This design comes from an exercise in tuning for small area, a short achievable clock period and few clock cycles on the open sky130 flow, not from production work. RTL that was checked went through simulation tests only; none was proved equivalent to the original. No functional check of the RTL was part of runs 1 to 3 and 5. Power and IR drop assume default switching activity.

[flow/design.v]
module red_reduce (
    input  wire        clk,
    input  wire        rst,         
    input  wire        in_valid,
    output reg         in_ready,
    input  wire        in_first,    
    input  wire        in_last,     
    input  wire [7:0]  op,
    input  wire [23:0] p0,
    input  wire [23:0] p1,
    input  wire [23:0] a,
    input  wire        a_ok,
    input  wire [23:0] b,
    input  wire        b_ok,
    output reg         out_valid,
    output wire [23:0] r0,
    output wire [23:0] r1,
    output reg         r_ok,
    output reg         nsat,
    output reg         asat
);
    parameter DIV_K = 3;      
    parameter SQ_K  = 2;      
    localparam [2:0] K_SUM   = 3'd0;
    localparam [2:0] K_MEAN  = 3'd1;
    localparam [2:0] K_MIN   = 3'd2;
    localparam [2:0] K_MAX   = 3'd3;
    localparam [2:0] K_COUNT = 3'd4;
    localparam [2:0] K_RMS   = 3'd6;
    localparam [2:0] K_DOT   = 3'd7;
    localparam ND = 48 / DIV_K;    
    localparam NS = 24 / SQ_K;     
    wire take = in_valid && in_ready && !rst;
    reg  [2:0]  kind_v;           
    wire [2:0]  e_kind = in_first ? op[2:0] : kind_v;
    wire        e_dot  = (e_kind == K_DOT);
    wire        e_rms  = (e_kind == K_RMS);
    reg         v1, f1, l1, u1;
    reg  [2:0]  k1;
    reg  [4:0]  sh1;
    reg  [10:0] mv1;
    reg  [23:0] a1, b1;
    always @(posedge clk) begin
        v1 <= take;
        if (take && in_first) kind_v <= op[2:0];
        f1  <= in_first;
        l1  <= in_last;
        u1  <= a_ok && (b_ok || !e_dot);
        k1  <= e_kind;
        sh1 <= p0[4:0];
        mv1 <= (op[2:0] == K_SUM || op[2:0] == K_DOT) ? p1[10:0] : p0[10:0];
        a1  <= a;
        b1  <= e_rms ? a : b;
    end
    localparam [57:0] PB_NEG = 58'h3ff555556000000;    
    reg  [47:0] row [0:12];
    reg  [24:0] mag;
    reg  [25:0] pp;
    reg         bn, b_one, b_two, b_m1;
    integer     i;
    always @(*) begin
        for (i = 0; i < 13; i = i + 1) row[i] = 48'd0;
        for (i = 0; i < 12; i = i + 1) begin
            b_m1  = (i == 0) ? 1'b0 : b1[2*i-1];
            bn    = b1[2*i+1];
            b_one = b1[2*i] ^ b_m1;
            b_two = (b1[2*i+1] & ~b1[2*i] & ~b_m1) | (~b1[2*i+1] & b1[2*i] & b_m1);
            mag   = b_one ? {a1[23], a1} : b_two ? {a1, 1'b0} : 25'd0;
            pp    = bn ? ~{mag[24], mag} : {mag[24], mag};
            row[i] = row[i] | ({22'd0, ~pp[25], pp[24:0]} << (2*i));
            row[i+1] = row[i+1] | ({47'd0, bn} << (2*i));
        end
    end
    function automatic [95:0] csa(input [47:0] x, input [47:0] y, input [47:0] z);
        csa = {((x & y) | (x & z) | (y & z)) << 1, x ^ y ^ z};
    endfunction
    wire [95:0] l1a = csa(row[0], row[1], row[2]);
    wire [95:0] l1b = csa(row[3], row[4], row[5]);
    wire [95:0] l1c = csa(row[6], row[7], row[8]);
    wire [95:0] l1d = csa(row[9], row[10], row[11]);
    wire [95:0] l2a = csa(l1a[47:0], l1a[95:48], l1b[47:0]);
    wire [95:0] l2b = csa(l1b[95:48], l1c[47:0], l1c[95:48]);
    wire [95:0] l2c = csa(l1d[47:0], l1d[95:48], row[12]);
    wire [95:0] l3a = csa(l2a[47:0], l2a[95:48], l2b[47:0]);
    wire [95:0] l3b = csa(l2b[95:48], l2c[47:0], l2c[95:48]);
    wire [95:0] l4a = csa(l3a[47:0], l3a[95:48], l3b[47:0]);
    wire [95:0] l5a = csa(l4a[47:0], l4a[95:48], l3b[95:48]);
    reg         v2, f2, l2, u2;
    reg  [2:0]  k2;
    reg  [4:0]  sh2;
    reg  [10:0] mv2;
    reg  [47:0] ps, pc;           
    reg  [23:0] am;               
    always @(posedge clk) begin
        v2  <= v1 && !rst;
        f2  <= f1;
        l2  <= l1;
        u2  <= u1;
        k2  <= k1;
        sh2 <= sh1;
        mv2 <= mv1;
        ps  <= l5a[47:0];
        pc  <= l5a[95:48];
        am  <= a1;
    end
    reg  signed [57:0] acc;       
    reg  [10:0] cnt;              
    reg  [9:0]  idx;              
    reg  [2:0]  ka;
    reg  [4:0]  sha;
    reg  [10:0] mva;
    reg         full;             
    wire        a_mm     = (k2 == K_MIN) || (k2 == K_MAX);
    wire        a_mul    = (k2 == K_RMS) || (k2 == K_DOT);
    wire [10:0] cnt_base = f2 ? 11'd0 : cnt;
    wire [9:0]  idx_base = f2 ? 10'd0 : idx;
    wire [57:0] acc_base = f2 ? 58'd0 : acc;
    wire signed [23:0] pa   = am;
    wire signed [23:0] best = acc[23:0];
    wire        better = (k2 == K_MIN) ? (pa < best) : (pa > best);
    wire        add_mul = u2 && a_mul;
    wire        add_a   = u2 && !a_mul;
    wire [57:0] acc_sum = acc_base
                        + (add_mul ? {10'd0, ps} : add_a ? {{34{am[23]}}, am} : 58'd0)
                        + (add_mul ? {10'd0, pc} : 58'd0)
                        + (add_mul ? PB_NEG : 58'd0);
    always @(posedge clk) begin
        if (v2) begin
            idx <= idx_base + 10'd1;
            cnt <= cnt_base + {10'd0, u2};
            if (f2) begin
                ka  <= k2;
                sha <= sh2;
                mva <= mv2;
            end
            if (a_mm) begin
                if (u2 && (cnt_base == 11'd0 || better))
                    acc <= {24'd0, idx_base, pa};
            end else begin
                acc <= acc_sum;
            end
        end
    end
    localparam [2:0] P_IDLE = 3'd0;
    localparam [2:0] P_SHR  = 3'd1;    
    localparam [2:0] P_DIV  = 3'd2;
    localparam [2:0] P_RND  = 3'd3;    
    localparam [2:0] P_SQRT = 3'd4;
    localparam [2:0] P_ROOT = 3'd5;
    localparam [2:0] P_NRW  = 3'd6;    
    localparam [2:0] P_OUT  = 3'd7;
    reg  [2:0]  ph;
    reg  [2:0]  fk;               
    reg  [47:0] W;                
    reg  [25:0] X;                
    reg  [23:0] Y;                
    reg  [5:0]  fi;               
    reg         neg;              
    reg  [6:0]  frem;             
    reg  [1:0]  pend;             
    assign r0 = W[23:0];
    assign r1 = {14'd0, W[33:24]};
    wire cap = full && (frem <= 7'd1);
    wire        minv_met = cnt >= ((mva == 11'd0) ? 11'd1 : mva);
    wire        acc_ovf  = !((&acc[57:47]) || !(|acc[57:47]));
    wire [47:0] acc_sat  = acc_ovf ? (acc[57] ? 48'h8000_0000_0000 : 48'h7FFF_FFFF_FFFF) : acc[47:0];
    wire [33:0] acc_abs  = acc[57] ? (34'd0 - acc[33:0]) : acc[33:0];
    wire [4:0]  nshift   = {2'd0, sha[4:2]} + {3'd0, sha[1:0]};    
    reg  [6:0]  F_cyc;
    always @(*) begin
        F_cyc = 7'd1;
        if (minv_met || ka == K_COUNT)
            case (ka)
                K_SUM, K_DOT: F_cyc = {2'd0, nshift} + 7'd2;
                K_MEAN:       F_cyc = ND / 2 + 2;
                K_RMS:        F_cyc = ND + NS + 3;
                default:      F_cyc = 7'd1;
            endcase
    end
    reg  [9:0]  dv_r;
    reg  [47:0] dv_w;
    reg  [10:0] dv_t;
    reg  [11:0] dv_d;
    integer     j;
    always @(*) begin
        dv_r = X[9:0];
        dv_w = W;
        for (j = 0; j < DIV_K; j = j + 1) begin
            dv_t = {dv_r, dv_w[47]};
            dv_d = {1'b0, dv_t} - {1'b0, Y[10:0]};
            dv_w = {dv_w[46:0], !dv_d[11]};
            dv_r = dv_d[11] ? dv_t[9:0] : dv_d[9:0];
        end
    end
    wire [11:0] rnd_d  = {1'b0, X[9:0], 1'b0} - {1'b0, Y[10:0]} - {11'd0, !W[0]};
    wire        div_up = !rnd_d[11];
    reg  [25:0] sq_r;
    reg  [47:0] sq_w;
    reg  [23:0] sq_y;
    reg  [27:0] sq_t;
    reg  [28:0] sq_d;
    always @(*) begin
        sq_r = X;
        sq_w = W;
        sq_y = Y;
        for (j = 0; j < SQ_K; j = j + 1) begin
            sq_t = {sq_r, sq_w[47:46]};
            sq_d = {1'b0, sq_t} - {3'd0, sq_y, 2'b01};
            sq_w = {sq_w[45:0], 2'b00};
            sq_y = {sq_y[22:0], !sq_d[28]};
            sq_r = sq_d[28] ? sq_t[25:0] : sq_d[25:0];
        end
    end
    wire [26:0] rt_d  = {1'b0, X} - {3'd0, Y} - {26'd0, !neg};
    wire        rt_up = !rt_d[26];
    wire        sh4    = X[4:2] != 3'd0;
    wire [47:0] shr_w  = sh4 ? {{4{W[47]}}, W[47:4]} : {W[47], W[47:1]};
    wire        shr_g  = sh4 ? W[3] : W[0];
    wire        shr_s  = X[6] | X[5] | (sh4 ? (|W[2:0]) : 1'b0);
    wire [4:0]  shr_c  = X[4:0] - (sh4 ? 5'd4 : 5'd1);
    wire        n_rnd  = X[5] && (X[6] || W[0]);
    wire        q_in   = (&W[47:23]) || !(|W[47:23]);
    wire        n_hi   = !W[47] && (!q_in || (n_rnd && (&W[22:0])));
    wire        n_lo   = W[47] && !q_in && !(n_rnd && (&W[47:24]) && !W[23] && (&W[22:0]));
    reg  [23:0] inc_a;
    reg         inc_b;
    always @(*) begin
        case (ph)
            P_RND:   begin
                inc_a = neg ? ~W[23:0] : W[23:0];
                inc_b = neg ? !div_up : div_up;
            end
            P_ROOT:  begin inc_a = Y;        inc_b = rt_up; end
            default: begin inc_a = W[23:0];  inc_b = n_rnd; end
        endcase
    end
    wire [24:0] inc = {1'b0, inc_a} + {24'd0, inc_b};
    wire [1:0] pend_n = pend + {1'b0, take && in_last} - {1'b0, cap};
    reg  [6:0] frem_n;
    always @(*) begin
        if (cap)              frem_n = F_cyc;
        else if (frem != 0)   frem_n = frem - 7'd1;
        else                  frem_n = 7'd0;
    end
    always @(posedge clk) begin
        if (rst) begin
            full      <= 1'b0;
            pend      <= 2'd0;
            frem      <= 7'd0;
            ph        <= P_IDLE;
            out_valid <= 1'b0;
            in_ready  <= 1'b1;
        end else begin
            pend      <= pend_n;
            frem      <= frem_n;
            in_ready  <= !((pend_n >= 2'd2) || (pend_n == 2'd1 && frem_n > 7'd3));
            out_valid <= (frem_n == 7'd1);
            if (v2 && l2)
                full <= 1'b1;
            else if (cap)
                full <= 1'b0;
            if (cap)
                ph <= (ka == K_COUNT || !minv_met) ? P_OUT :
                      (ka == K_SUM || ka == K_DOT) ? ((sha == 5'd0) ? P_NRW : P_SHR) :
                      (ka == K_MEAN || ka == K_RMS) ? P_DIV : P_OUT;
            else
                case (ph)
                    P_SHR:  if (shr_c == 5'd0) ph <= P_NRW;
                    P_DIV:  if (fi == 6'd0) ph <= P_RND;
                    P_RND:  ph <= (fk == K_MEAN) ? P_OUT : P_SQRT;
                    P_SQRT: if (fi == 6'd0) ph <= P_ROOT;
                    P_NRW, P_ROOT: ph <= P_OUT;
                    default: ;
                endcase
        end
    end
    always @(posedge clk) begin
        if (cap) begin
            fk    <= ka;
            r_ok  <= 1'b0;
            nsat  <= 1'b0;
            asat  <= 1'b0;
            W     <= 48'd0;
            if (ka == K_COUNT) begin
                W    <= {37'd0, cnt};
                r_ok <= 1'b1;
            end else if (minv_met) begin
                case (ka)
                    K_MIN, K_MAX: begin
                        W    <= {14'd0, acc[33:0]};
                        r_ok <= 1'b1;
                    end
                    K_SUM, K_DOT: begin
                        W    <= acc_sat;
                        asat <= acc_ovf;
                        X    <= {19'd0, 2'b00, sha};
                    end
                    K_MEAN: begin
                        neg  <= acc[57];
                        W    <= {acc_abs[23:0], 24'd0};
                        X    <= {16'd0, acc_abs[33:24]};
                        Y    <= {13'd0, cnt};
                        fi   <= ND / 2 - 1;
                    end
                    default: begin    
                        W    <= acc[47:0];
                        X    <= {16'd0, acc[57:48]};
                        Y    <= {13'd0, cnt};
                        fi   <= ND - 1;
                    end
                endcase
            end
        end else begin
            case (ph)
                P_SHR: begin
                    W <= shr_w;
                    X <= {19'd0, shr_s, shr_g, shr_c};
                end
                P_NRW: begin
                    r_ok <= 1'b1;
                    nsat <= n_hi || n_lo;
                    W    <= {24'd0, n_hi ? 24'h7FFFFF : n_lo ? 24'h800000 : inc[23:0]};
                end
                P_DIV: begin
                    W  <= dv_w;
                    X  <= {16'd0, dv_r};
                    fi <= fi - 6'd1;
                end
                P_RND: begin
                    if (fk == K_MEAN) begin
                        r_ok <= 1'b1;
                        W    <= {24'd0, inc[23:0]};
                    end else begin
                        neg <= div_up;
                        X   <= 26'd0;
                        Y   <= 24'd0;
                        fi  <= NS - 1;
                    end
                end
                P_SQRT: begin
                    W  <= sq_w;
                    X  <= sq_r;
                    Y  <= sq_y;
                    fi <= fi - 6'd1;
                end
                P_ROOT: begin
                    r_ok <= 1'b1;
                    if (inc[24] || inc[23]) begin
                        W    <= {24'd0, 24'h7FFFFF};
                        nsat <= 1'b1;
                    end else begin
                        W    <= {24'd0, inc[23:0]};
                    end
                end
                default: ;
            endcase
        end
    end
    always @(posedge clk)
        if (!rst && v2 && f2 && full && !cap)
            $display("ERROR: accumulator overwritten before finishing took it");
endmodule
[flow/run.sh]
#!/bin/bash
# synth_recipe.tcl (not shown) runs the flow's synth.tcl, then flattens the netlist and writes it again
# the make line also repeats each setting of config.mk as NAME=value (left out here)
make -C /OpenROAD-flow-scripts/flow DESIGN_CONFIG=/design/flow/config.mk WORK_HOME=/design/flow/orfs CLKGATE_MAP_FILE= SYNTH_SCRIPT=/design/flow/synth_recipe.tcl finish
[flow/config.mk]
export PLATFORM = sky130hd
export DESIGN_NAME = red_reduce
export DESIGN_NICKNAME = red_reduce
export VERILOG_FILES = /design/flow/design.v
export SDC_FILE = /design/flow/constraint.sdc
export NUM_CORES = 4
export LEC_CHECK = 0
export CAP_MARGIN = 20
export CORE_MARGIN = 2
export CORE_UTILIZATION = 40
export SLEW_MARGIN = 20
[flow/constraint.sdc]
create_clock -name core_clock -period 14.0 [get_ports {clk}]
set_input_delay 2.8000 -clock core_clock [delete_from_list [all_inputs] [get_ports {clk}]]
set_output_delay 2.8000 -clock core_clock [all_outputs]
set_load 0.01 [all_outputs]
==> flow_summary.ini, run 1 <==
[status]
status = timing/DRC/antenna clean

[drt]
vias_per_cell = 5.903
route.detailed.drc = 0
drt-met1-wl_um = 68040
met3WireLength_um = 11720
drt_wl_total_um = 165000
first_pass_iters = 8
via_count = 45790
wl_met2_um = 77970
drt_iter0_drc = 4261
wl_per_cell_um = 21.27
routed.top_layer = met4
postRouteAntennaNets = 0

[logic_synthesis]
async_flop_share = 0
syn_inst = 6353
ys_types = 109
yosys_warnings = 2
synthFlopType = dfxtp_1
ys_ff_latch = 435
ys_seq_area_frac = 0.2160
avgSynthCellArea_um2 = 7.884
synth_edf_count = 211
synth_area_mm2 = 0.05009

[sta]
fmax_ghz = 0.1270
worst_slew_pin_slew_ns = 1.123
hold_viol = 0
finalSetupViolations = 0
drv_slew = 0
fin_setup_tns_ns = 0
period_minus_slack_ns = 7.872
relSlewSlack = 0.2493
rsz0062_at_grt = false
period_share = 0.5623
skew_ns = 0.06161
fin_ws_ns = 6.128

[place]
hpwl_um = 118600
postPlaceCellArea_mm2 = 0.05190
gp_routability_congestion = 0.9414
numPortBuffers = 118
preCtsSetupSlack_ns = 6.225

[setup_path]
crit_buf_inv = 2
arrival_ns = 8.41
crit_path_max_incr_delay_ns = 0.72
crit_path_top_delay_cell = o22ai_1
end_kind = flip-flop
r2r.worst_path.cells = 28
required_ns = 14.54
critPathTopFamily = compound AO/OA/AOI/OAI gates
critPathLaunchType = flip-flop
crit_cells = 28
path_max_fanout = 13
crit_type = flip-flop to flip-flop

[min_path]
hold_depth = 0
worst_hold_path_type = flip-flop to flip-flop

[layout]
fin_area_mm2 = 0.05377
nFillCells = 12390
fin_nets = 6894
final_cell_mix = 703 x nand2_1, 578 x inv_1, 548 x a21oi_1, 481 x nor2_1, 442 x o21ai_0
final_layout_size_suffix_gt1_frac = 0.05670
final_common_cell = nand2_1
syn_to_final_growth_pct = 7.356
diodes = 0
final_util = 0.4338

[floorplan]
initial_core_util = 0.4041
rows = 129
core_mm2 = 0.1240
dieArea_mm2 = 0.1281
die_height_um = 357.9
pin_count = 164
die_w_um = 357.9

[global_routing]
grtUsageTotal = 0.2534
antenna_found_initial = 0
grt-ovfl-total = 0
grt_pass1_wl_um = 256600
grt_max_degree = 93
grt_pass1_vias = 43870

[cts]
cts.sinks = 435
cts_root_buffer = clkbuf_16
post_cts_resized = 0
post-cts-setup-buffers = 0
cts_buffer_depth = 3
cts_tree = done
clkTransAtPathRegs_ns = 0.07
h-tree-depth = 2
cts_buffers = 54
postCtsHoldBufs = 0
clkLatencyLatePin_ns = 0.69

[power_and_ir_drop]
total_power_mw = 7.811
p_int_mw = 4.308
p_per_area_mw_per_mm2 = 145.3
p_sw_frac = 0.4484
power_frac_seq = 0.234
power_leakage_nw = 23.01
p_sw_mw = 3.502
p_comb_frac = 0.578
clockPowerShare = 0.188
ir_drop_uv = 136.4

[run]
drv_cap = 0
-- worst paths after layout --
check / start / endpoint / slack (ns)
hold / removal: k1[2] / k2[2] / 0.32
setup / recovery: Y[1] / X[8] / 6.13
setup reg to reg: Y[1] / X[8] / 6.13
hold reg to reg: k1[2] / k2[2] / 0.32
-- state kept, by name, indices dropped and copies added, names as in the netlist, 5 cells and up --
name,flops
acc,58
W,48
ps,48
pc,42
X,26
Y,24
a1,24
am,24
b1,24
cnt,11
mv1,11
mv2,11
mva,11
idx,10
frem,7
fi,6
sh1,5
sh2,5
sha,5
-- cells by family (layout without fill, tap and decap cells) --
kind of cell,count (synthesis),after routing,synth area share
flip-flops,435,435,0.2160
XOR/XNOR,202,202,0.03562
buffers and inverters,1151,905,0.09160
AND/OR/NAND/NOR,1807,1807,0.1660
adder cells (fa/ha/maj),773,773,0.2343
multiplexers,82,82,0.01766
AO/OA/AOI/OAI,1902,1902,0.2387
other,1,14,0.00007487
-- power by group through the flow --
| stage | clock (mW) | sequential (mW) | combinational (mW) |
|---|---|---|---|
| 3_5_place_dp | 0 | 1.85 | 4.55 |
| 3_3_place_gp | 0 | 1.85 | 4.45 |
| 5_1_grt | 1.55 | 1.84 | 5.18 |
| 6_report | 1.47 | 1.83 | 4.51 |
| 4_1_cts | 1.50 | 1.82 | 4.57 |
| 2_1_floorplan | 0 | 1.76 | 3.07 |
-- metal layers --
metal  vias to the layer above  global-route usage
met3                       317             0.03532
met4                         0              0.1078
met5                         -            0.001111
met1                     22040              0.3285
li1                      21620                   -
met2                      1811              0.4219
-- stage by stage --
stage,instances,hold WS (ns)
after floorplan,6366,0.3096
after global placement,7655,0.3124
after detailed placement,7655,0.3121
after CTS,7757,0.3246
after global routing,7757,0.3304
final,7757,0.3229
-- synthesized netlist by cell type, types with 9 or more instances --
cell | count | area, um2
a22o_1 | 17 | 148.9
nand3b_1 | 10 | 75.07
xor2_1 | 76 | 665.6
nand2_1 | 704 | 2643
a221oi_1 | 106 | 928.4
mux2_2 | 51 | 574.3
nand2b_1 | 96 | 600.6
mux2i_1 | 31 | 310.3
buf_1 | 80 | 300.3
o21ai_0 | 443 | 2217
nand3_1 | 135 | 675.7
inv_1 | 579 | 2173
nand4_1 | 40 | 250.2
edfxtp_1 | 211 | 6336
and2_1 | 41 | 256.5
ha_1 | 413 | 5167
a21oi_1 | 549 | 2748
dfxtp_1 | 224 | 4484
or4_1 | 11 | 82.58
xnor2_1 | 125 | 1095
buf_4 | 55 | 412.9
clkbuf_1 | 418 | 1569
nor2_1 | 490 | 1839
a221o_1 | 9 | 90.09
and3b_1 | 10 | 87.58
o22ai_1 | 164 | 1026
o21a_1 | 24 | 180.2
o221ai_1 | 17 | 148.9
o2bb2ai_1 | 17 | 148.9
and3_1 | 38 | 237.7
a21o_1 | 105 | 788.3
maj3_1 | 64 | 640.6
a31oi_1 | 48 | 300.3
nor2b_1 | 68 | 425.4
o211ai_1 | 39 | 292.8
o21bai_1 | 22 | 165.2
o41ai_1 | 12 | 105.1
fa_1 | 296 | 5926
nor3_1 | 66 | 330.3
o31ai_1 | 28 | 210.2
nor4_1 | 23 | 143.9
or3_1 | 14 | 87.58
a211oi_1 | 26 | 195.2
a22oi_1 | 162 | 1216
-- layout make-up --
class,instances,area (um2),area share
clock inverter,32,304.0,0.005654
clock buffer,70,1567,0.02913
tap,1637,2048,0.03809
sequential,435,10870,0.2022
multi-input combinational,4780,34850,0.6481
timing repair buffer,219,1939,0.03606
inverter,584,2193,0.04079
-- worst reg2reg max path, delay by kind of cell, from the launching register on --
kind | cells | cell delay [ns]
buffers and inverters | 2 | 0.45
multiplexers | 1 | 0.42
AO/OA/AOI/OAI | 17 | 4.47
adder cells (fa/ha/maj) | 3 | 0.71
flip-flops | 1 | 0.55
AND/OR/NAND/NOR | 5 | 1.13
==> run 2: changes to the inputs <==
--- a/flow/config.mk
+++ b/flow/config.mk
@@ -7,2 +7,3 @@
 export LEC_CHECK = 0
+export ABC_CLOCK_PERIOD_IN_PS = 3500
 export CAP_MARGIN = 20
==> flow_summary.ini, run 2 <==
[status]
status = timing/DRC/antenna clean

[power_and_ir_drop]
p_comb_frac = 0.578
p_sw_mw = 3.502
p_per_area_mw_per_mm2 = 145.3
power_leakage_nw = 23.01
power_frac_seq = 0.234
clockPowerShare = 0.188
p_int_mw = 4.308
ir_drop_uv = 136.4
p_sw_frac = 0.4484

[floorplan]
core_mm2 = 0.1240
die_w_um = 357.9
dieArea_mm2 = 0.1281
die_height_um = 357.9
pin_count = 164
rows = 129
initial_core_util = 0.4041

[place]
hpwl_um = 118600
dp.cells = 7655
gp_routability_congestion = 0.9414
numPortBuffers = 118

[logic_synthesis]
synth_top_cell_by_area = edfxtp_1
synth_area_leaders = edfxtp_1 13%, fa_1 12%, ha_1 10%
syn_inst = 6353
ys_ff_latch = 435
avgSynthCellArea_um2 = 7.884
ys_types = 109
yosysMostFrequentCell = nand2_1
async_flop_share = 0
yosys_warnings = 2
ys_seq_area_frac = 0.2160
synth_area_mm2 = 0.05009
synth_top_area_share = 0.1265
synth_common_cells = 704 x nand2_1, 579 x inv_1, 549 x a21oi_1
synth_edf_count = 211
synthFlopType = dfxtp_1

[sta]
skew_ns = 0.06161
worst_slew_pin_slew_ns = 1.123
period_minus_slack_ns = 7.872
rsz0062_at_grt = false
fmax_ghz = 0.1270
hold_viol = 0
finalSetupViolations = 0
fin_setup_tns_ns = 0
drv_slew = 0
period_share = 0.5623
relSlewSlack = 0.2493

[layout]
final_layout_size_suffix_gt1_frac = 0.05670
syn_to_final_growth_pct = 7.356
diodes = 0
fin_nets = 6894
nFillCells = 12390
largest_reg_flops = 58
top_regs = acc: 58 flops, W: 48 flops, ps: 48 flops
fin_cells = 7757
final_cell_mix = 703 x nand2_1, 578 x inv_1, 548 x a21oi_1, 481 x nor2_1, 442 x o21ai_0
final_common_cell = nand2_1
regMostFlops = acc

[cts]
clkLatencyLatePin_ns = 0.69
post_cts_resized = 0
clkTransAtPathRegs_ns = 0.07
post-cts-setup-buffers = 0
cts_buffer_depth = 3
cts.sinks = 435
cts_tree = done
h-tree-depth = 2
postCtsHoldBufs = 0
cts_root_buffer = clkbuf_16
cts_buffers = 54

[drt]
drt_wl_total_um = 165000
routed.top_layer = met4
via_count = 45790
wl_per_cell_um = 21.27
met3WireLength_um = 11720
vias_per_cell = 5.903
wl_met2_um = 77970
drt_iter0_drc = 4261
postRouteAntennaNets = 0
drt-met1-wl_um = 68040
route.detailed.drc = 0
first_pass_iters = 8

[global_routing]
grt_pass1_vias = 43870
grtUsageTotal = 0.2534
antenna_found_initial = 0
grt_pass1_wl_um = 256600
grt-ovfl-total = 0
grt_max_degree = 93

[setup_path]
path_max_fanout = 13
arrival_ns = 8.41
crit_path_max_incr_delay_ns = 0.72
crit_path_top_delay_cell = o22ai_1
crit_type = flip-flop to flip-flop
required_ns = 14.54
rr_startpoint = Y[1]
critPathLaunchType = flip-flop
r2r.worst_path.cells = 28
end_kind = flip-flop
r2r_end = X[8]
regToRegSetupSlack_ns = 6.13

[min_path]
hold_depth = 0
worst_hold_path_type = flip-flop to flip-flop
min_to = k2[2]
hold_path_startpoint = k1[2]

[run]
drv_cap = 0
run 2: cell counts in the layout (fill, tap and decap cells not counted):
No cell type changed its count.
run 2: how the worst max path moves through the flow:
stage | from | end | slack [ns] | cells after the start
after global placement | Y[1] | X[8] | 6.27 | 29
final | Y[1] | X[8] | 6.13 | 28
after CTS | Y[1] | X[8] | 6.19 | 29
after floorplan | Y[1] | X[1] | 7.34 | 31
after detailed placement | Y[1] | X[8] | 6.23 | 29
after global routing | Y[1] | X[9] | 5.54 | 28
run 2: stage by stage:
| stage | cell area (um2) | total power, mW | util | hold slack (ns) | setup WS, ns |
|---|---|---|---|---|---|
| finish | 53770 | 7.811 | 0.4338 | 0.3229 | 6.128 |
| global route | 53770 | 8.580 | 0.4338 | 0.3304 | 5.545 |
| CTS | 53770 | 7.892 | 0.4338 | 0.3246 | 6.187 |
| detailed placement | 51900 | 6.395 | 0.4187 | 0.3121 | 6.225 |
| global placement | 51890 | 6.299 | 0.4186 | 0.3124 | 6.273 |
| floorplan | 50140 | 4.827 | - | 0.3096 | 7.344 |
run 2: worst max-delay path, delay by kind of cell, from the launching register on:
family                   cells  cell delay [ns]
multiplexers                 1             0.42
AO/OA/AOI/OAI               17             4.47
AND/OR/NAND/NOR              5             1.13
flip-flops                   1             0.55
adder cells (fa/ha/maj)      3             0.71
buffers and inverters        2             0.44
run 2: final cells by class:
cell class	count	area, um2	area share
Multi-Input combinational cell	4780	34850	0.6481
Timing Repair Buffer	219	1939	0.03606
Clock buffer	70	1567	0.02913
Clock inverter	32	304.0	0.005654
Inverter	584	2193	0.04079
Sequential cell	435	10870	0.2022
Tap cell	1637	2048	0.03809
run 2: power by group through the flow:
stage	clock [mW]	sequential [mW]	combinational, mW
after floorplan	0	1.76	3.07
after global placement	0	1.85	4.45
after detailed placement	0	1.85	4.55
after CTS	1.50	1.82	4.57
after global routing	1.55	1.84	5.18
final	1.47	1.83	4.51
run 2: per-layer routing:
layer,vias up,track usage
li1,21620,-
met1,22040,0.3285
met2,1811,0.4219
met3,317,0.03532
met4,0,0.1078
met5,-,0.001111
run 2: kinds of logic after synthesis:
group           synth area share
compound gates            0.2387
simple gates              0.1660
buf+inv                  0.09160
fa+ha+maj                 0.2343
flops                     0.2160
xor+xnor                 0.03562
mux                      0.01766
other cells           0.00007487
==> run 3: changes to the inputs <==
--- a/flow/design.v
+++ b/flow/design.v
@@ -21,4 +21,2 @@
 );
-    parameter DIV_K = 3;      
-    parameter SQ_K  = 2;      
     localparam [2:0] K_SUM   = 3'd0;
@@ -30,4 +28,2 @@
     localparam [2:0] K_DOT   = 3'd7;
-    localparam ND = 48 / DIV_K;    
-    localparam NS = 24 / SQ_K;     
     wire take = in_valid && in_ready && !rst;
@@ -147,3 +143,3 @@
     localparam [2:0] P_RND  = 3'd3;    
-    localparam [2:0] P_SQRT = 3'd4;
+    localparam [2:0] P_SQL  = 3'd4;    
     localparam [2:0] P_ROOT = 3'd5;
@@ -154,5 +150,8 @@
     reg  [47:0] W;                
+    reg  [9:0]  R;                
+    reg  [10:0] C;                
     reg  [25:0] X;                
     reg  [23:0] Y;                
-    reg  [5:0]  fi;               
+    reg  [4:0]  fi;               
+    reg         sq_en;            
     reg         neg;              
@@ -174,4 +173,4 @@
                 K_SUM, K_DOT: F_cyc = {2'd0, nshift} + 7'd2;
-                K_MEAN:       F_cyc = ND / 2 + 2;
-                K_RMS:        F_cyc = ND + NS + 3;
+                K_MEAN:       F_cyc = 7'd14;
+                K_RMS:        F_cyc = 7'd27;
                 default:      F_cyc = 7'd1;
@@ -185,7 +184,7 @@
     always @(*) begin
-        dv_r = X[9:0];
+        dv_r = R;
         dv_w = W;
-        for (j = 0; j < DIV_K; j = j + 1) begin
+        for (j = 0; j < 2; j = j + 1) begin
             dv_t = {dv_r, dv_w[47]};
-            dv_d = {1'b0, dv_t} - {1'b0, Y[10:0]};
+            dv_d = {1'b0, dv_t} - {1'b0, C};
             dv_w = {dv_w[46:0], !dv_d[11]};
@@ -194,21 +193,8 @@
     end
-    wire [11:0] rnd_d  = {1'b0, X[9:0], 1'b0} - {1'b0, Y[10:0]} - {11'd0, !W[0]};
+    wire [11:0] rnd_d  = {1'b0, R, 1'b0} - {1'b0, C} - {11'd0, !W[0]};
     wire        div_up = !rnd_d[11];
-    reg  [25:0] sq_r;
-    reg  [47:0] sq_w;
-    reg  [23:0] sq_y;
-    reg  [27:0] sq_t;
-    reg  [28:0] sq_d;
-    always @(*) begin
-        sq_r = X;
-        sq_w = W;
-        sq_y = Y;
-        for (j = 0; j < SQ_K; j = j + 1) begin
-            sq_t = {sq_r, sq_w[47:46]};
-            sq_d = {1'b0, sq_t} - {3'd0, sq_y, 2'b01};
-            sq_w = {sq_w[45:0], 2'b00};
-            sq_y = {sq_y[22:0], !sq_d[28]};
-            sq_r = sq_d[28] ? sq_t[25:0] : sq_d[25:0];
-        end
-    end
+    wire [27:0] sq_t = {X, W[1:0]};
+    wire [28:0] sq_d = {1'b0, sq_t} - {3'd0, Y, 2'b01};
+    wire [25:0] sq_r = sq_d[28] ? sq_t[25:0] : sq_d[25:0];
+    wire [23:0] sq_y = {Y[22:0], !sq_d[28]};
     wire [26:0] rt_d  = {1'b0, X} - {3'd0, Y} - {26'd0, !neg};
@@ -268,6 +254,5 @@
                     P_SHR:  if (shr_c == 5'd0) ph <= P_NRW;
-                    P_DIV:  if (fi == 6'd0) ph <= P_RND;
-                    P_RND:  ph <= (fk == K_MEAN) ? P_OUT : P_SQRT;
-                    P_SQRT: if (fi == 6'd0) ph <= P_ROOT;
-                    P_NRW, P_ROOT: ph <= P_OUT;
+                    P_DIV:  if (fi == 5'd0) ph <= (fk == K_MEAN) ? P_RND : P_SQL;
+                    P_SQL:  ph <= P_ROOT;
+                    P_NRW, P_RND, P_ROOT: ph <= P_OUT;
                     default: ;
@@ -279,2 +264,3 @@
             fk    <= ka;
+            sq_en <= 1'b0;
             r_ok  <= 1'b0;
@@ -300,5 +286,5 @@
                         W    <= {acc_abs[23:0], 24'd0};
-                        X    <= {16'd0, acc_abs[33:24]};
-                        Y    <= {13'd0, cnt};
-                        fi   <= ND / 2 - 1;
+                        R    <= acc_abs[33:24];
+                        C    <= cnt;
+                        fi   <= 5'd11;
                     end
@@ -306,5 +292,7 @@
                         W    <= acc[47:0];
-                        X    <= {16'd0, acc[57:48]};
-                        Y    <= {13'd0, cnt};
-                        fi   <= ND - 1;
+                        R    <= acc[57:48];
+                        C    <= cnt;
+                        X    <= 26'd0;
+                        Y    <= 24'd0;
+                        fi   <= 5'd23;
                     end
@@ -324,22 +312,19 @@
                 P_DIV: begin
-                    W  <= dv_w;
-                    X  <= {16'd0, dv_r};
-                    fi <= fi - 6'd1;
-                end
-                P_RND: begin
-                    if (fk == K_MEAN) begin
-                        r_ok <= 1'b1;
-                        W    <= {24'd0, inc[23:0]};
-                    end else begin
-                        neg <= div_up;
-                        X   <= 26'd0;
-                        Y   <= 24'd0;
-                        fi  <= NS - 1;
+                    W     <= dv_w;
+                    R     <= dv_r;
+                    fi    <= fi - 5'd1;
+                    sq_en <= 1'b1;
+                    if (sq_en) begin
+                        X <= sq_r;
+                        Y <= sq_y;
                     end
                 end
-                P_SQRT: begin
-                    W  <= sq_w;
-                    X  <= sq_r;
-                    Y  <= sq_y;
-                    fi <= fi - 6'd1;
+                P_SQL: begin
+                    X   <= sq_r;
+                    Y   <= sq_y;
+                    neg <= div_up;
+                end
+                P_RND: begin
+                    r_ok <= 1'b1;
+                    W    <= {24'd0, inc[23:0]};
                 end
--- a/flow/config.mk
+++ b/flow/config.mk
@@ -7,3 +7,2 @@
 export LEC_CHECK = 0
-export ABC_CLOCK_PERIOD_IN_PS = 3500
 export CAP_MARGIN = 20
==> flow_summary.ini, run 3 <==
[sta]
fin_ws_ns = 7.999
skew_ns = 0.06763
drv_slew = 0
rsz0062_at_grt = false
fmax_ghz = 0.1666
relSlewSlack = 0.2109
fin_setup_tns_ns = 0
period_share = 0.4287
holdWs_ns = 0.3256
period_minus_slack_ns = 6.002
finalSetupViolations = 0
worst_slew_pin_slew_ns = 1.184
hold_viol = 0

[setup_path]
required_ns = 14.43
arrival_ns = 6.43
crit_path_max_incr_delay_ns = 0.71
crit_path_top_delay_cell = buf_4
end_kind = flip-flop
path_cells = nand3_1, buf_4, clkinv_2, buf_4, a22oi_1, fa_1, inv_1, ha_1, ha_1, and4_1, and3_1, o211ai_1, a32oi_1, a21bo_2, a21oi_1, o21bai_1, nand4_1, o311a_1
crit_buf_inv = 4
regToRegSetupSlack_ns = 8.00
crit_type = flip-flop to flip-flop
path_max_fanout = 78
critPathTopFamily = compound AO/OA/AOI/OAI gates
critPathLaunchType = flip-flop

[logic_synthesis]
yosysMostFrequentCell = nand2_1
synth_common_cells = 646 x nand2_1, 597 x inv_1, 522 x a21oi_1
async_flop_share = 0
ys_types = 95
synth_area_mm2 = 0.04786
synth_area_leaders = edfxtp_1 14%, fa_1 12%, ha_1 9.8%
yosys_warnings = 2
synthFlopType = edfxtp_1
synth_top_area_share = 0.1449
avgSynthCellArea_um2 = 7.989
ys_ff_latch = 456
synth_edf_count = 231
synth_top_cell_by_area = edfxtp_1
syn_inst = 5990
ys_seq_area_frac = 0.2391

[drt]
vias_per_cell = 5.756
met3WireLength_um = 10430
drt_iter0_drc = 3907
wl_met2_um = 69020
postRouteAntennaNets = 0
drt-met1-wl_um = 65190
drt_wl_total_um = 150100
first_pass_iters = 6
routed.top_layer = met5
route.detailed.drc = 0
wl_per_cell_um = 20.36
via_count = 42430

[floorplan]
rows = 126
pin_count = 164
initial_core_util = 0.4042
dieArea_mm2 = 0.1224
core_mm2 = 0.1184
die_w_um = 349.9
die_height_um = 349.9

[global_routing]
antenna_found_initial = 4
grt_max_degree = 102
grtUsageTotal = 0.2418
grt-ovfl-total = 0
grt_pass1_wl_um = 235000
grt_pass1_vias = 40250

[power_and_ir_drop]
ir_drop_uv = 184.0
power_leakage_nw = 21.75
p_per_area_mw_per_mm2 = 193.9

[cts]
clkLatencyLatePin_ns = 0.69
cts_buffer_depth = 3
post_cts_resized = 0
cts_tree = done
clkTransAtPathRegs_ns = 0.06
post-cts-setup-buffers = 0
cts.sinks = 456
cts_root_buffer = clkbuf_16
h-tree-depth = 2
cts_buffers = 57
postCtsHoldBufs = 0

[layout]
nFillCells = 11840
ff_latch_area_mm2 = 0.01149
top_regs = acc: 58 flops, W: 48 flops, ps: 48 flops
final_layout_size_suffix_gt1_frac = 0.05770
syn_to_final_growth_pct = 8.118
final_cell_mix = 645 x nand2_1, 595 x inv_1, 522 x a21oi_1, 507 x nor2_1, 396 x o21ai_0
fin_nets = 6506
multi_input_area_mm2 = 0.03203
largest_reg_flops = 58
regMostFlops = acc
final_common_cell = nand2_1

[run]
drv_cap = 0

[min_path]
worst_hold_path_type = flip-flop to flip-flop

[place]
preCtsSetupSlack_ns = 8.008
hpwl_um = 107500
gp_routability_congestion = 0.9046
numPortBuffers = 118

[status]
status = timing/DRC/antenna clean
-- run 3: changes by cell type in the layout (fill, tap and decap cells not counted), moves of 12 or more --
cell / previous run / this run
nand2_1: 703 / 645
nand3_1: 135 / 88
o21ai_0: 442 / 396
a21o_1: 105 / 62
ha_1: 413 / 376
a21oi_1: 548 / 522
nor2_1: 481 / 507
edfxtp_1: 211 / 231
and3_1: 38 / 21
inv_1: 578 / 595
xnor2_1: 125 / 111
and2_1: 39 / 26
nor2b_1: 67 / 54
a22oi_1: 162 / 174
-- run 3: routing by layer --
layer  vias up  global-route usage
met2      1594              0.3965
met4         2             0.08436
li1      20190                   -
met5         -                   0
met1     20380              0.3258
met3       267             0.03338
-- run 3: cells by family (layout without fill, tap and decap cells) --
family / after synthesis / in the layout / share of synthesized area
other cells: 1 / 15 / 0.00007836
mux: 76 / 76 / 0.01707
xor+xnor: 180 / 180 / 0.03323
flops: 456 / 456 / 0.2391
fa+ha+maj: 735 / 735 / 0.2351
buf+inv: 1150 / 918 / 0.09475
compound gates: 1737 / 1737 / 0.2262
simple gates: 1655 / 1655 / 0.1545
-- run 3: layout make-up --
cell class                 instances  share of cell area
tap                             1600             0.03869
antenna                            1          0.00004836
timing repair buffer             214             0.03676
sequential                       456              0.2221
clock buffer                      71             0.03175
clock inverter                    35            0.008246
inverter                         598             0.04341
multi-input combinational       4397              0.6190
-- run 3: through the flow --
stage               instance area (um2)  instances  power (mW)    util
global placement                  49670       7265       8.273  0.4195
finish                            51740       7372       10.03  0.4370
floorplan                         47900       6003       6.364       -
detailed placement                49670       7265       8.367  0.4195
global route                      51740       7371       10.98  0.4370
CTS                               51740       7371       10.03  0.4370
-- run 3: path summary, 6_finish.rpt --
| path | startpoint | end | cells past startpoint |
|---|---|---|---|
| setup reg to reg | k2[1] | acc[50] | 18 |
| setup / recovery | k2[1] | acc[50] | 18 |
| hold reg to reg | mv1[8] | mv2[8] | 0 |
| hold / removal | mv1[8] | mv2[8] | 0 |
-- run 3: worst reg2reg max path, stage by stage, from the launching register on --
cell and delay, ns:
dfxtp_1 0.44, nand3_1 0.11, buf_4 0.23, clkinv_2 0.32
buf_4 0.71, a22oi_1 0.27, fa_1 0.57, inv_1 0.04
ha_1 0.27, ha_1 0.45, and4_1 0.27, and3_1 0.18
o211ai_1 0.20, a32oi_1 0.53, a21bo_2 0.29, a21oi_1 0.15
o21bai_1 0.38, nand4_1 0.16, o311a_1 0.16
-- run 3: power breakdown --
part           internal (mW)  switching (mW)
Combinational           2.45            3.67
Clock                  0.937           0.666
Sequential              1.97           0.337
==> run 4: changes to the inputs <==
--- a/flow/design.v
+++ b/flow/design.v
@@ -343,5 +343,2 @@
     end
-    always @(posedge clk)
-        if (!rst && v2 && f2 && full && !cap)
-            $display("ERROR: accumulator overwritten before finishing took it");
 endmodule
==> flow_summary.ini, run 4 <==
[logic_synthesis]
synth_area_leaders = edfxtp_1 14%, fa_1 12%, ha_1 9.8%
yosys_warnings = 2
synthFlopType = edfxtp_1
avgSynthCellArea_um2 = 7.968
async_flop_share = 0
syn_inst = 6006
synth_top_area_share = 0.1449
ys_seq_area_frac = 0.2391
synth_area_mm2 = 0.04786
ys_ff_latch = 456
synth_edf_count = 231
synth_common_cells = 726 x nand2_1, 592 x inv_1, 519 x a21oi_1
synth_top_cell_by_area = edfxtp_1
ys_types = 87
yosysMostFrequentCell = nand2_1

[setup_path]
arrival_ns = 7.00
required_ns = 14.47
path_max_fanout = 41
critPathLaunchType = flip-flop
crit_buf_inv = 4
end_kind = flip-flop
path_cells = and2_1, buf_4, nand2_1, inv_2, buf_4, nand2_1, fa_1, inv_1, fa_1, ha_1, a21o_1, o21bai_1, a221oi_1, o221a_2, o21ai_0, or2_2, a31oi_1, nor2b_1, a2111oi_0
crit_type = flip-flop to flip-flop
crit_path_top_delay_cell = nand2_1
critPathTopFamily = compound AO/OA/AOI/OAI gates
crit_path_max_incr_delay_ns = 0.51

[place]
hpwl_um = 105000
dp.cells = 7271
numPortBuffers = 118
gp_routability_congestion = 0.9143

[sta]
drv_slew = 0
worst_slew_pin_slew_ns = 1.160
finalSetupViolations = 0
skew_ns = 0.06973
period_minus_slack_ns = 6.532
period_share = 0.4666
relSlewSlack = 0.2266
rsz0062_at_grt = false
fin_setup_tns_ns = 0
fmax_ghz = 0.1531
hold_viol = 0

[cts]
clkTransAtPathRegs_ns = 0.07
h-tree-depth = 2
cts_root_buffer = clkbuf_16
post-cts-setup-buffers = 0
cts_buffers = 55
cts_tree = done
cts.sinks = 456
postCtsHoldBufs = 0
post_cts_resized = 0
cts_buffer_depth = 3
clkLatencyLatePin_ns = 0.69

[layout]
fin_cells = 7373
regMostFlops = acc
final_layout_size_suffix_gt1_frac = 0.05544
syn_to_final_growth_pct = 7.469
top_regs = acc: 58 flops, W: 48 flops, ps: 48 flops
final_cell_mix = 723 x nand2_1, 591 x inv_1, 519 x a21oi_1, 457 x nor2_1, 396 x o21ai_0
fin_nets = 6510
largest_reg_flops = 58
final_util = 0.4344
final_common_cell = nand2_1

[global_routing]
antenna_found_initial = 3
grt-ovfl-total = 0
grt_pass1_vias = 39890
grtUsageTotal = 0.2351
grt_max_degree = 108
grt_pass1_wl_um = 229600

[power_and_ir_drop]
p_comb_frac = 0.616
p_int_mw = 5.289
p_per_area_mw_per_mm2 = 191.8
p_sw_mw = 4.578
power_leakage_nw = 21.74
p_sw_frac = 0.4640
clockPowerShare = 0.149
ir_drop_uv = 139.0
power_frac_seq = 0.235

[floorplan]
initial_core_util = 0.4042
pin_count = 164
dieArea_mm2 = 0.1224
rows = 126
die_w_um = 349.9
die_height_um = 349.9
core_mm2 = 0.1184

[drt]
drt_wl_total_um = 145900
postRouteAntennaNets = 0
wl_per_cell_um = 19.79
first_pass_iters = 7
drt_iter0_drc = 3724
via_count = 42040
vias_per_cell = 5.702
route.detailed.drc = 0

[min_path]
worst_hold_path_type = flip-flop to flip-flop

[status]
status = timing/DRC/antenna clean

[run]
drv_cap = 0
-- run 4: cell types whose count changed after synthesis, moves of 13 or more --
cell      delta
clkbuf_1    -15
and3_1      +13
nor3_1      -19
nand2_1     +80
a221oi_1    -28
o21bai_1    +14
nor2_1      -51
-- run 4: layout make-up --
cell class,instances,area (um2)
Tap cell,1600,2002
Clock inverter,32,309.0
Inverter,595,2233
Sequential cell,456,11490
Fill cell,11810,66960
Antenna cell,1,2.502
Clock buffer,69,1553
Multi-Input combinational cell,4421,32050
Timing Repair Buffer,199,1789
-- run 4: worst paths after layout --
kind	from	to	slack (ns)	cells past startpoint
min	sh1[3]	sh2[3]	0.32	0
max reg2reg	k2[2]	acc[53]	7.47	19
min reg2reg	sh1[3]	sh2[3]	0.32	0
max	k2[2]	acc[53]	7.47	19
-- run 4: layer usage --
layer / GRT usage / vias to the layer above / routed length, um / part of all wire
met4: 0.08682 / 0 / 5713 / 0.039
met3: 0.02424 / 249 / 9562 / 0.066
met2: 0.3913 / 1501 / 68050 / 0.47
met1: 0.3151 / 20160 / 62550 / 0.43
li1: - / 20130 / - / -
met5: 0 / - / 0 / 0
-- run 4: per-stage QoR --
| step | power (mW) | worst slack [ns] | area [um2] | hold WS [ns] |
|---|---|---|---|---|
| 4_1_cts | 9.883 | 7.327 | 51430 | 0.3258 |
| 3_5_place_dp | 8.372 | 7.349 | 49560 | 0.3132 |
| 5_1_grt | 10.84 | 6.828 | 51430 | 0.3307 |
| 6_report | 9.866 | 7.468 | 51430 | 0.3248 |
| 3_3_place_gp | 8.242 | 7.394 | 49560 | 0.3127 |
| 2_1_floorplan | 6.465 | 8.127 | 47910 | 0.3096 |
-- run 4: worst reg2reg max path, stage by stage, from the launching register on --
cell       delay, ns
dfxtp_1         0.42
and2_1          0.16
buf_4           0.30
nand2_1         0.52
inv_2           0.48
buf_4           0.46
nand2_1         0.17
fa_1            0.51
inv_1           0.05
fa_1            0.44
ha_1            0.39
a21o_1          0.21
o21bai_1        0.19
a221oi_1        0.37
o221a_2         0.24
o21ai_0         0.26
or2_2           0.40
a31oi_1         0.28
nor2b_1         0.08
a2111oi_0       0.38
-- run 4: cells by family (layout without fill, tap and decap cells) --
logic type,Yosys count,count (layout),synth area share
XOR/XNOR,186,186,0.03404
AO/OA/AOI/OAI,1701,1701,0.2193
buffers and inverters,1142,895,0.09388
flip-flops,456,456,0.2391
other,1,15,0.00007836
multiplexers,90,90,0.02008
adder cells (fa/ha/maj),735,735,0.2351
AND/OR/NAND/NOR,1695,1695,0.1585
-- run 4: power groups by stage --
| stage | Clock (mW) | Sequential, mW | Combinational (mW) |
|---|---|---|---|
| after floorplan | 0 | 2.18 | 4.28 |
| after global placement | 0 | 2.34 | 5.90 |
| after detailed placement | 0 | 2.34 | 6.03 |
| after CTS | 1.50 | 2.32 | 6.06 |
| after global routing | 1.55 | 2.36 | 6.92 |
| final | 1.47 | 2.32 | 6.08 |
Testbench counts of run 4, summed over its fixed seeds: cycles 42,194.
==> run 5: changes to the inputs <==
--- a/flow/design.v
+++ b/flow/design.v
@@ -343,2 +343,5 @@
     end
+    always @(posedge clk)
+        if (!rst && v2 && f2 && full && !cap)
+            $display("ERROR: accumulator overwritten before finishing took it");
 endmodule
==> flow/flow/run.sh (new file) <==
#!/bin/bash
# Standard layout, with repair_timing aiming for extra setup slack so that the
# achieved period shrinks; the constraints (SDC, clock period) are the design's.
set -euo pipefail
bash standard.sh SETUP_SLACK_MARGIN=9 finish > orfs_make.log 2>&1
==> flow/standard.sh (new file) <==
#!/bin/bash
# synth_recipe.tcl (not shown) runs the flow's synth.tcl, then flattens the netlist and writes it again
# the make line also repeats each setting of config.mk as NAME=value (left out here)
make -C /OpenROAD-flow-scripts/flow DESIGN_CONFIG=/design/flow/config.mk WORK_HOME=/design/flow/orfs CLKGATE_MAP_FILE= SYNTH_SCRIPT=/design/flow/synth_recipe.tcl "${@:-finish}"
removed: flow/run.sh
==> flow_summary.ini, run 5 <==
[status]
status = timing/DRC/antenna clean

[global_routing]
grtUsageMet2 = 0.3992
antenna_found_initial = 4
grt_max_degree = 108
grtUsageMet1 = 0.3289
grtUsageTotal = 0.2435
grt_pass1_vias = 40520
grt_util_met3 = 0.03179
grt_pass1_wl_um = 236600
top_usage_layer = met2
grt-ovfl-total = 0

[layout]
fin_nets = 6522
final_util = 0.4413
final_cell_mix = 636 x nand2_1, 590 x inv_1, 514 x a21oi_1, 504 x nor2_1, 390 x o21ai_0
syn_to_final_growth_pct = 9.187
fin_cells = 7386
top_regs = acc: 58 flops, W: 48 flops, ps: 48 flops
regMostFlops = acc
final_layout_size_suffix_gt1_frac = 0.07243
fin_area_mm2 = 0.05225
final_common_cell = nand2_1
nFillCells = 11700
largest_reg_flops = 58

[logic_synthesis]
synth_top_area_share = 0.1449
synth_edf_count = 231
ys_types = 95
avgSynthCellArea_um2 = 7.989
async_flop_share = 0
yosysMostFrequentCell = nand2_1
synthFlopType = edfxtp_1
yosys_warnings = 2
ys_seq_area_frac = 0.2391
syn_inst = 5990
synth_area_mm2 = 0.04786
synth_common_cells = 646 x nand2_1, 597 x inv_1, 522 x a21oi_1
synth_area_leaders = edfxtp_1 14%, fa_1 12%, ha_1 9.8%
synth_top_cell_by_area = edfxtp_1
ys_ff_latch = 456

[power_and_ir_drop]
p_per_area_mw_per_mm2 = 191.5
ir_drop_uv = 177.2
power_leakage_nw = 21.86

[floorplan]
die_height_um = 349.9
die_w_um = 349.9
pin_count = 164
dieArea_mm2 = 0.1224
initial_core_util = 0.4042
core_mm2 = 0.1184
rows = 126

[drt]
vias_per_cell = 5.809
route.detailed.drc = 0
first_pass_iters = 8
wl_per_cell_um = 20.80
postRouteAntennaNets = 0
via_count = 42900
drt_iter0_drc = 4317
drt_wl_total_um = 153600

[sta]
fmax_ghz = 0.2072
period_minus_slack_ns = 4.826
finalSetupViolations = 0
hold_viol = 0
relSlewSlack = 0.2106
drv_slew = 0
holdWs_ns = 0.3224
worst_slew_pin_slew_ns = 1.184
period_share = 0.3447
fin_setup_tns_ns = 0
skew_ns = 0.05391
rsz0062_at_grt = false

[setup_path]
required_ns = 11.20
path_max_fanout = 8
crit_path_max_incr_delay_ns = 0.70
critPathTopFamily = flip-flops
arrival_ns = 2.03
critPathLaunchType = flip-flop
path_cells = clkdlybuf4s50_1
crit_path_top_delay_cell = edfxtp_1
crit_type = flip-flop to output pin
end_kind = output pin
crit_buf_inv = 1

[place]
hpwl_um = 108400
dp.cells = 7258
numPortBuffers = 118
postPlaceCellArea_mm2 = 0.04963
gp_routability_congestion = 0.9056

[min_path]
worst_hold_path_type = flip-flop to flip-flop

[cts]
h-tree-depth = 2
cts_buffers = 54
clkLatencyLatePin_ns = 0.68
cts_buffer_depth = 3
clkTransAtPathRegs_ns = 0.07
postCtsHoldBufs = 0
cts.sinks = 456
cts_root_buffer = clkbuf_16
cts_tree = done

[run]
drv_cap = 0
==> run 5: repair_timing <==
item	4_1_cts	5_1_grt
gates resized for setup	50	78
cloned	1	5
pin swaps	8	11
setup buffers	14	6
endpoints found under the setup margin	112	97
endpoints found under the hold margin	0	0
==> run 5: cell type report <==
type	instances	area, um2	share of cell area
Timing Repair inverter	1	5.005	0.00009578
Sequential cell	456	11510	0.2202
Inverter	598	2261	0.04327
Tap cell	1600	2002	0.03831
Timing Repair Buffer	230	2185	0.04181
Clock inverter	28	326.6	0.006250
Antenna cell	1	2.502	0.00004789
Clock buffer	73	1536	0.02940
Multi-Input combinational cell	4399	32430	0.6206
==> run 5: worst reg2reg max path: stages (launching register included) <==
cell and delay, ns:
dfxtp_1 0.33, buf_6 0.36, xor2_1 0.36, and2_2 0.59, a22oi_1 0.13, o21ai_0 0.18, fa_1 0.44, inv_1 0.08
fa_1 0.42, inv_1 0.11, fa_1 0.48, fa_1 0.56, inv_1 0.05, fa_1 0.53
==> run 5: cell families (layout without fill, tap and decap cells) <==
group / count (synthesis) / count (layout) / share of synthesized area
multiplexers: 76 / 76 / 0.01707
flip-flops: 456 / 456 / 0.2391
XOR/XNOR: 180 / 180 / 0.03323
AND/OR/NAND/NOR: 1655 / 1656 / 0.1545
adder cells (fa/ha/maj): 735 / 735 / 0.2351
other: 1 / 15 / 0.00007836
AO/OA/AOI/OAI: 1737 / 1738 / 0.2262
buffers and inverters: 1150 / 930 / 0.09475
==> run 5: final timing paths <==
path | from | to | slack, ns | cells after the start
hold reg to reg | k1[0] | k2[0] | 0.32 | 0
hold / removal | k1[0] | k2[0] | 0.32 | 0
setup / recovery | W[23] | r0[23] | 9.17 | 1
setup reg to reg | b1[11] | ps[27] | 9.20 | 13
==> run 5: report_power, final <==
part / internal (mW) / switching, mW
sequential: 1.97 / 0.356
combinational: 2.49 / 3.69
clock: 0.839 / 0.659
total: 5.30 / 4.71
==> run 5: stage by stage <==
stage	setup slack [ns]	power (mW)
after floorplan	9.035	6.364
after global placement	7.521	8.291
after detailed placement	7.476	8.381
after CTS	9.002	9.946
after global routing	9.002	10.93
final	9.174	10.01
==> run 5: routing by layer <==
layer | up-vias | part of all wire
met5 | - | 0.00015
met4 | 4 | 0.036
met3 | 290 | 0.072
met2 | 1664 | 0.46
met1 | 20690 | 0.43
li1 | 20260 | -

-- port drivers added, routing unchanged --
Ports are ideal in the flow. The routed layouts listed here were re-timed in OpenROAD. Step 1 (the two cells are an assumption about what drives the block):
set clk [get_ports {clk}]
set_driving_cell -lib_cell sky130_fd_sc_hd__clkbuf_16 $clk
set_driving_cell -lib_cell sky130_fd_sc_hd__buf_2 [delete_from_list [all_inputs] $clk]
Step 2 times the ports against the registers' clock, not the clock port: input delays grow and output delays shrink by t, the midpoint of the rising clock arrivals with the driver on. a / b / c = no drivers / after step 1 / after step 2; a / b = the first two.
run	t (ns)	setup WS [ns]	hold slack, ns	worst setup path at the end	slew at the worst register clock pin (ns)
run 1	0.738	6.128 / 6.128 / 6.128	0.323 / 0.323 / 0.323	register to register	0.07 / 0.07
run 2	0.738	6.128 / 6.128 / 6.128	0.323 / 0.323 / 0.323	register to register	0.07 / 0.07
run 3	0.732	7.999 / 7.999 / 7.999	0.326 / 0.326 / 0.326	register to register	0.08 / 0.08
run 4	0.729	7.468 / 7.468 / 7.468	0.325 / 0.325 / 0.325	register to register	0.07 / 0.07
run 5	0.736	9.173 / 9.095 / 8.731	0.322 / 0.322 / 0.322	input to register	0.08 / 0.08
After both steps setup and hold are still met in every run listed. The setup slack of run 5, which loses most, moves by -0.078 ns with the drivers and by -0.442 ns with both steps.
